Background: an optimization exercise with open tools, aiming at small area, a short achievable clock period and few clock cycles per item. Do not read the settings as production practice. The RTL was checked by simulation tests, not by an equivalence proof against the original design. No activity file was given, so power comes from the tool's default toggle rates.

## fpu32
module fpu32 (
    input  wire        clk,
    input  wire        rst,
    input  wire        in_valid,
    input  wire [3:0]  in_op,
    input  wire [1:0]  in_rm,
    input  wire        in_cnan,
    input  wire [31:0] in_a,
    input  wire [31:0] in_b,
    input  wire [31:0] in_c,
    output wire        out_valid,
    output wire [31:0] out_result,
    output wire [4:0]  out_flags
);
==> flow/config.mk <==
export PLATFORM = sky130hd
export DESIGN_NAME = fpu32
export DESIGN_NICKNAME = fpu32
export VERILOG_FILES = /design/flow/design.v
export SDC_FILE = /design/flow/constraint.sdc
export NUM_CORES = 4
export LEC_CHECK = 0
export CAP_MARGIN = 20
export CORE_MARGIN = 2
export CORE_UTILIZATION = 40
export CTS_CLUSTER_DIAMETER = 100
export CTS_CLUSTER_SIZE = 25
export SLEW_MARGIN = 20
==> flow/constraint.sdc <==
create_clock -name core_clock -period 11.5 [get_ports {clk}]
set_input_delay 2.3000 -clock core_clock [delete_from_list [all_inputs] [get_ports {clk}]]
set_output_delay 2.3000 -clock core_clock [all_outputs]
set_load 0.01 [all_outputs]
standard.sh (not shown) runs the stock make flow with config.mk's settings and CLKGATE_MAP_FILE= SYNTH_SCRIPT=/design/flow/synth_recipe.tcl, a recipe that flattens the netlist after the stock synthesis.
==> flow/flow/run.sh <==
#!/bin/bash
# Layout flow: the standard synthesis unchanged, then the standard ORFS
# layout steps with a larger setup margin for the resizer's timing repair,
# so that it keeps improving paths well below the 11.5 ns clock.
set -euo pipefail
MARGIN=$(cat flow/margin.txt)
bash standard.sh synth > synth.log 2>&1
bash standard.sh SETUP_SLACK_MARGIN=$MARGIN finish > layout.log 2>&1
==> flow/flow/margin.txt <==
7.6
The baseline completed with no timing, DRC or antenna violations.
Testbench counts at the start, summed over its fixed seeds: cycles 16,056, items 16,000.
Edit:
==> flow/flow/margin.txt (replaced) <==
7.5
Settings changed: CTS_CLUSTER_DIAMETER 100 to unset, CTS_CLUSTER_SIZE 25 to unset, PLACE_DENSITY set to 0.75.
Routed wire length is lower by about 2.2%.
Die area is unchanged.
Core utilization went up by 1.0 points.
Maximum frequency falls by about 3%.
Count of clock-buffer cells in the layout rose by 64.
Worst setup slack is worse by 0.12 ns.
Final cell count came out higher by about 1%.
Edit:
Settings changed: CTS_CLUSTER_DIAMETER set to 100, CTS_CLUSTER_SIZE set to 20, PLACE_DENSITY 0.75 to unset.
Sequential power hardly moves.
Area after synthesis stays the same.
Die area is unchanged.
Count of clock-buffer cells in the layout fell by 58.
Fmax goes up by 1.8%.
Worst hold slack gains 0.015 ns.
Worst setup slack improved by 0.073 ns.
Via count went down by 2.9%.
Total power shrinks by 6.2%.
Edit:
Settings changed: CTS_CLUSTER_DIAMETER 100 to unset, CTS_CLUSTER_SIZE 20 to unset.
After rerunning:
- routed wire length increases by 0.35%
- global-route usage grows by 0.26 points
- clock-buffer cell count goes up by 57
- cell count came out higher by 1.2%
- register-to-register slack gets better by 0.07 ns
- die area is unchanged

========
== amber ==
fpu32, a different RTL version from the one above (not shown whole).
Size: ~630 flip-flops, ~0.049 mm2 of cells after synthesis.
==> flow/config.mk <==
export PLATFORM = sky130hd
export DESIGN_NAME = fpu32
export DESIGN_NICKNAME = fpu32
export VERILOG_FILES = /design/flow/design.v
export SDC_FILE = /design/flow/constraint.sdc
export NUM_CORES = 4
export LEC_CHECK = 0
export CAP_MARGIN = 20
export CORE_MARGIN = 2
export CORE_UTILIZATION = 40
export CTS_CLUSTER_DIAMETER = 100
export CTS_CLUSTER_SIZE = 25
export SLEW_MARGIN = 20
==> flow/constraint.sdc <==
create_clock -name core_clock -period 11.5 [get_ports {clk}]
set_input_delay 2.3000 -clock core_clock [delete_from_list [all_inputs] [get_ports {clk}]]
set_output_delay 2.3000 -clock core_clock [all_outputs]
set_load 0.01 [all_outputs]
==> flow/flow/margin.txt <==
7.4
Scripts as last shown in full above: flow/flow/run.sh
Testbench counts of amber, summed over its fixed seeds: cycles 16,048, items 16,000.
[inputs] pepper vs amber
==> flow/flow/margin.txt <==
7.5
==> comparison <==
Cell count: pepper higher than amber
Compared with amber, pepper shows area of all placed cells without fillers higher by 0.0014 mm2.
Measured against each other, amber and pepper differ in layout cell share with drive strength beyond 1, the lower figure coming from amber.
Summary — register-to-register slack, pepper relative to amber: higher, by 0.11 ns.
pepper -> amber: synthesized net count delta 0, exact match
pepper was carried through to the last stage, and its layout satisfied the timing, design-rule and antenna checks.
Between amber and pepper, met3 demand-to-capacity share in global routing is lower for amber, pepper comes in above that.
The worst setup path startpoint comes out bo1[5] in one run and bn1[2] in the other, namely in amber and pepper respectively.
Setup changes, pepper to tundra
- a change of CORE_UTILIZATION from 40 to 55
### Flow results
Re die height: tundra is 51 um down on pepper. tundra ends up with a register-to-register slack that is 0.03 ns lower than in pepper. In the reports for pepper and tundra, the smaller placement row count belongs to tundra. As far as synthesized instance count goes, pepper and tundra are indistinguishable; the numbers are identical.
--- input diff tundra..harbor ---
- a change of CORE_UTILIZATION from 55 to 50
==> run notes <==
As far as total of buffers placed on input and output ports goes, harbor and tundra are indistinguishable; the numbers are identical. Of the two values seen for cell with the biggest individual delay on the critical path, sky130_fd_sc_hd__buf_4 was produced by tundra and sky130_fd_sc_hd__fa_1 by harbor. harbor ends up with a utilization of the core after routing that is 5.5 points lower than in tundra. harbor and tundra ended up with nearly the same number of nets in the layout.

what the ideal ports hide:
How much do the figures lean on ideal ports? The routed layouts below were timed once more, with nothing changed but the port constraints.
Step 1: set_driving_cell puts a clkbuf_16 on clk and a buf_2 on each other input, an assumption about the parent block.
Step 2, shift: input delay + t, output delay - t, t = (earliest + latest rising clock arrival at the registers) / 2. This alone moves slack from input paths to output paths.
Three values: ideal ports, drivers, drivers and shift; two values: the first two.
| run | t (ns) | setup WS [ns] | hold slack, ns |
|---|---|---|---|
| the first run of note 1 | 0.714 | 7.531 / 7.553 / 6.841 | 0.329 / 0.329 / 0.329 |
| the second run of note 1 | 0.755 | 7.412 / 7.412 / 6.765 | 0.316 / 0.316 / 0.316 |
| the third run of note 1 | 0.743 | 7.485 / 7.485 / 6.856 | 0.330 / 0.330 / 0.330 |
| the fourth run of note 1 | 0.756 | 7.517 / 7.479 / 6.809 | 0.316 / 0.316 / 0.316 |
| amber | 0.695 | 7.446 / 7.446 / 6.855 | 0.333 / 0.333 / 0.333 |
| pepper | 0.709 | 7.559 / 7.559 / 6.929 | 0.331 / 0.331 / 0.331 |
| tundra | 0.669 | 7.533 / 7.533 / 6.994 | 0.333 / 0.333 / 0.333 |
| harbor | 0.714 | 7.522 / 7.522 / 6.921 | 0.332 / 0.332 / 0.332 |
After both steps setup and hold are still met in every run listed. The setup slack of the fourth run of note 1, which loses most, moves by -0.038 ns with the drivers and by -0.708 ns with both steps.
